From an optimization exercise on the open Yosys and OpenROAD flow, aimed at small area and a short achievable clock period; shortcuts taken in it are not production practice.
The RTL was checked by simulation tests, not by an equivalence proof against the original design.
Power and IR drop assume default switching activity.

==> onyx: inputs <==
Design long_acc4, start of the top module:
module long_acc4 (
    input  wire         clk,
    input  wire         rst,
    input  wire [1:0]   cmd,
    input  wire [8:0]   open_w,
    input  wire [5:0]   open_c,
    input  wire         open_clamp,
    input  wire         open_lost,
    input  wire [3:0]   fmt_a,
    input  wire [15:0]  a,
    input  wire [7:0]   scale_a,
    input  wire [3:0]   fmt_b,
    input  wire [63:0]  b,
    input  wire [31:0]  scale_b,
    output reg          out_valid,
    output wire [511:0] out_acc,
    output wire         out_clamp,
    output wire         out_lost
);
clock: 26.0 ns
lec_check: 0
abc_area: 1
cap_margin: 40
core_margin: 2
core_utilization: 40
slew_margin: 40
standard.sh (not shown) runs the stock make flow with config.mk's settings and CLKGATE_MAP_FILE= SYNTH_SCRIPT=/design/flow/synth_recipe.tcl, a recipe that flattens the netlist after the stock synthesis.
==> flow/flow/run.sh <==
#!/bin/bash
# The standard layout, with plain buffers (not delay buffers) on the ports and
# timing repair aimed at 19.8 ns of setup slack.
set -uo pipefail
export BUFFER_PORTS_ARGS="-buffer_cell sky130_fd_sc_hd__buf_2"
export SETUP_SLACK_MARGIN=19.8
bash standard.sh > standard.log 2>&1
==> ember: changes against onyx <==
--- a/flow/design.v
+++ b/flow/design.v
@@ -226,58 +226,62 @@
                     u[i] = u[i] | (qsel[k] && f[n]);
             end
         end
     end
     assign t = u;
 endmodule
-module lt_add128 (
-    input  wire [127:0] a,
-    input  wire [127:0] b,
-    output wire [127:0] s
+module lt_add64 (
+    input  wire [63:0] a,
+    input  wire [63:0] b,
+    input  wire        ci,
+    output wire [63:0] s,
+    output wire        co
 );
     localparam GS = 8;
-    localparam NG = 128 / GS;
-    reg [127:0] g, p, lg, lp, c;
+    localparam NG = 64 / GS;
+    reg [63:0]   g, p, lg, lp, c;
     reg [NG-1:0] G, P, Gn, Pn;
     reg [NG:0]   cg;
     integer i, l, k;
     always @(*) begin
         p = a ^ b;
         g = a & b;
         lg = g;
         lp = p;
         for (l = 1; l < GS; l = l * 2)
-            for (i = 127; i >= 0; i = i - 1)
+            for (i = 63; i >= 0; i = i - 1)
                 if (((i % GS) / l) % 2 == 1) begin
                     k = (i / GS) * GS + ((i % GS) / l) * l - 1;
                     lg[i] = lg[i] | (lp[i] & lg[k]);
                     lp[i] = lp[i] & lp[k];
                 end
         for (i = 0; i < NG; i = i + 1) begin
             G[i] = lg[GS*i + GS - 1];
             P[i] = lp[GS*i + GS - 1];
         end
+        G[0] = G[0] | (P[0] & ci);
         for (l = 1; l < NG; l = l * 2) begin
             Gn = G; Pn = P;
             for (i = 0; i < NG; i = i + 1)
                 if ((i / l) % 2 == 1) begin
                     Gn[i] = G[i] | (P[i] & G[(i / l) * l - 1]);
                     Pn[i] = P[i] & P[(i / l) * l - 1];
                 end
             G = Gn; P = Pn;
         end
-        cg[0] = 1'b0;
+        cg[0] = ci;
         for (i = 1; i <= NG; i = i + 1)
             cg[i] = G[i-1];
-        for (i = 0; i < 128; i = i + 1)
+        for (i = 0; i < 64; i = i + 1)
             if (i % GS == 0)
                 c[i] = cg[i / GS];
             else
                 c[i] = lg[i-1] | (lp[i-1] & cg[i / GS]);
     end
-    assign s = p ^ c;
+    assign s  = p ^ c;
+    assign co = cg[NG];
 endmodule
 module long_acc4 (
     input  wire         clk,
     input  wire         rst,
     input  wire [1:0]   cmd,
     input  wire [8:0]   open_w,
@@ -311,14 +315,14 @@
     lt_booth u_booth (.a(ia_v), .one(ia_one), .two(ia_two), .ng(ia_ng));
     reg         updD, rdD, clrD, oclD, olsD;
     reg [3:0]   faD, fbD;
     reg         anD, aiD, azD;
     reg [7:0]   aeD, asD;
     reg [3:0]   atD;
-    reg [5:0]   oneD, twoD;
-    reg [5:0]   nxD  [0:3];
+    reg [5:0]   oneD, twoD, ngD;
+    reg [3:0]   negD;
     reg [11:0]  bvD  [0:3];
     reg [7:0]   beD  [0:3];
     reg [7:0]   bsD  [0:3];
     reg [3:0]   bnD, biD;
     reg signed [8:0] win_w;
     reg [5:0]   c_d;
@@ -334,12 +338,13 @@
         aiD  <= ia_inf;
         azD  <= ia_nz;
         aeD  <= ia_ef;
         asD  <= ia_sc;
         atD  <= ia_tz;
         oneD <= ia_one;
+        ngD  <= ia_ng;
         twoD <= ia_two;
         if (rst) begin
             win_w <= 9'sd0;
             c_d   <= 6'd0;
         end else if (cmd == CMD_OPEN) begin
             win_w <= open_w;
@@ -361,13 +366,13 @@
             always @(posedge clk) begin
                 bvD[j] <= ib_v;
                 beD[j] <= ib_ef;
                 bsD[j] <= ib_sc;
                 bnD[j] <= ib_nan;
                 biD[j] <= ib_inf;
-                nxD[j] <= ia_ng ^ {6{ia_fs ^ ib_fs}};
+                negD[j] <= ia_fs ^ ib_fs;
             end
         end
     endgenerate
     wire signed [9:0] bias_a, bias_b;
     lt_bias u_bias_a (.fmt(faD), .b(bias_a));
     lt_bias u_bias_b (.fmt(fbD), .b(bias_b));
@@ -386,13 +391,13 @@
     reg [3:0]   frcM;
     wire [3:0] fcl_n, fls_n;
     generate
         for (j = 0; j < 4; j = j + 1) begin : g_mul
             wire [22:0] p;
             lt_mul u_mul (
-                .one(oneD), .two(twoD), .b(bvD[j]), .nx(nxD[j]), .p(p)
+                .one(oneD), .two(twoD), .b(bvD[j]), .nx(ngD ^ {6{negD[j]}}), .p(p)
             );
             wire [3:0] btz;
             lt_tz u_tz (.v(bvD[j]), .tz(btz));
             wire b_nz   = (bvD[j] != 12'd0) && !bnD[j] && !biD[j];
             wire nz     = azD && b_nz;
             wire nan    = anD || bnD[j];
@@ -438,15 +443,21 @@
         for (j = 0; j < 4; j = j + 1) begin : g_acc
             wire [127:0] t, sum;
             lt_clamp u_clamp (.p(pM[j]), .dc(dcM[j]), .frc(frcM[j]), .clamp(clB[j]));
             lt_place u_place (
                 .p(pM[j]), .s8(sM[j]), .clamp(clB[j]), .hi(hi), .t(t)
             );
-            lt_add128 u_add (.a(acc[j] & {128{!clrM}}), .b(t), .s(sum));
-            always @(posedge clk)
+            wire [127:0] ag = acc[j] & {128{!clrM}};
+            wire         co;
+            reg          pc;
+            lt_add64 u_lo (.a(ag[63:0]), .b(t[63:0]), .ci(1'b0), .s(sum[63:0]), .co(co));
+            lt_add64 u_hi (.a(ag[127:64]), .b(t[127:64]), .ci(pc && !clrM), .s(sum[127:64]), .co());
+            always @(posedge clk) begin
                 acc[j] <= sum;
+                pc     <= co && !clrM;
+            end
             assign out_acc[128*j +: 128] = acc[j];
         end
     endgenerate
     always @(posedge clk) begin
         out_valid <= rdM && !rst;
         if (clrM) begin
==> flow/flow/run.sh (replaced) <==
#!/bin/bash
# The standard layout, with plain buffers (not delay buffers) on the ports and
# timing repair aimed at 19.3 ns of setup slack.
set -uo pipefail
export BUFFER_PORTS_ARGS="-buffer_cell sky130_fd_sc_hd__buf_2"
export SETUP_SLACK_MARGIN=19.3
bash standard.sh > standard.log 2>&1
==> flow/config.mk (replaced) <==
export PLATFORM = sky130hd
export DESIGN_NAME = long_acc4
export DESIGN_NICKNAME = long_acc4
export VERILOG_FILES = /design/flow/design.v
export SDC_FILE = /design/flow/constraint.sdc
export NUM_CORES = 8
export LEC_CHECK = 0
export CAP_MARGIN = 40
export CORE_MARGIN = 2
export CORE_UTILIZATION = 40
export SLEW_MARGIN = 40
==> comparison table <==
item                                                                                   onyx                     ember
Fraction of synthesized cell area taken by the top area cell type                     19.3%                     20.1%
Routed wl met2                                                                    159000 µm                 152000 µm
Total wirelength of the detailed-routed design                                    380000 µm                 357000 µm
Total clock buffers created by CTS                                                      113                       108
Area fraction in compound gates after synthesis                                       17.2%                     23.4%
Placed Instances                                                                      16900                     13500
Yosys cell types                                                                         71                       109
Sequential share of power                                                             14.2%                     13.9%
Total Power                                                                        0.0169 W                  0.0160 W
Startpoint of the worst setup timing path                                        acc[2][82]                acc[2][65]
Worst-path clk slew                                                                 0.07 ns                   0.06 ns
Clock Network Area Fraction                                                           3.60%                     3.88%
Antenna violations before repair                                                         11                        16
Result of the run                                          no timing/DRC/antenna violations  no timing/DRC/antenna violations
Max stage delay cell, worst path                                   sky130_fd_sc_hd__dfxtp_4  sky130_fd_sc_hd__dfxtp_1
Layout area overhead                                                                  18.2%                     13.4%
Synthesis warning total                                                                  26                        24
Maximum single-stage delay on the critical path                                     0.42 ns                   0.48 ns
Number of resized instances in the post-cts repair step                                1296                        94
End of the worst register-to-register path                                      acc[1][121]                  sM[2][7]

[static timing again, ports no longer ideal]
Ports are ideal in the flow. The routed layouts listed here were re-timed in OpenROAD. Step 1, drivers: a clkbuf_16 drives clk and a buf_2 each remaining input, both assumed. Step 2 also shifts input and output timing later by t, the mid clock arrival at the registers, as if the neighbouring blocks saw the same clock. Slacks: ideal / step 1 / step 2; pairs: ideal / step 1.
| run | shift t [ns] | setup WS [ns] | hold slack, ns | worst setup path after step 2 | worst data-port slew with drivers (ns) |
|---|---|---|---|---|---|
| onyx | 0.918 | 19.405 / 19.303 / 19.035 | 0.326 / 0.326 / 0.326 | input to register | 0.06 |
| ember | 0.874 | 19.315 / 19.218 / 18.631 | 0.326 / 0.326 / 0.326 | input to register | 0.07 |
After both steps every run listed still meets setup and hold. For ember, which loses most, drivers alone change the setup slack by -0.097 ns; drivers and shift together by -0.684 ns.
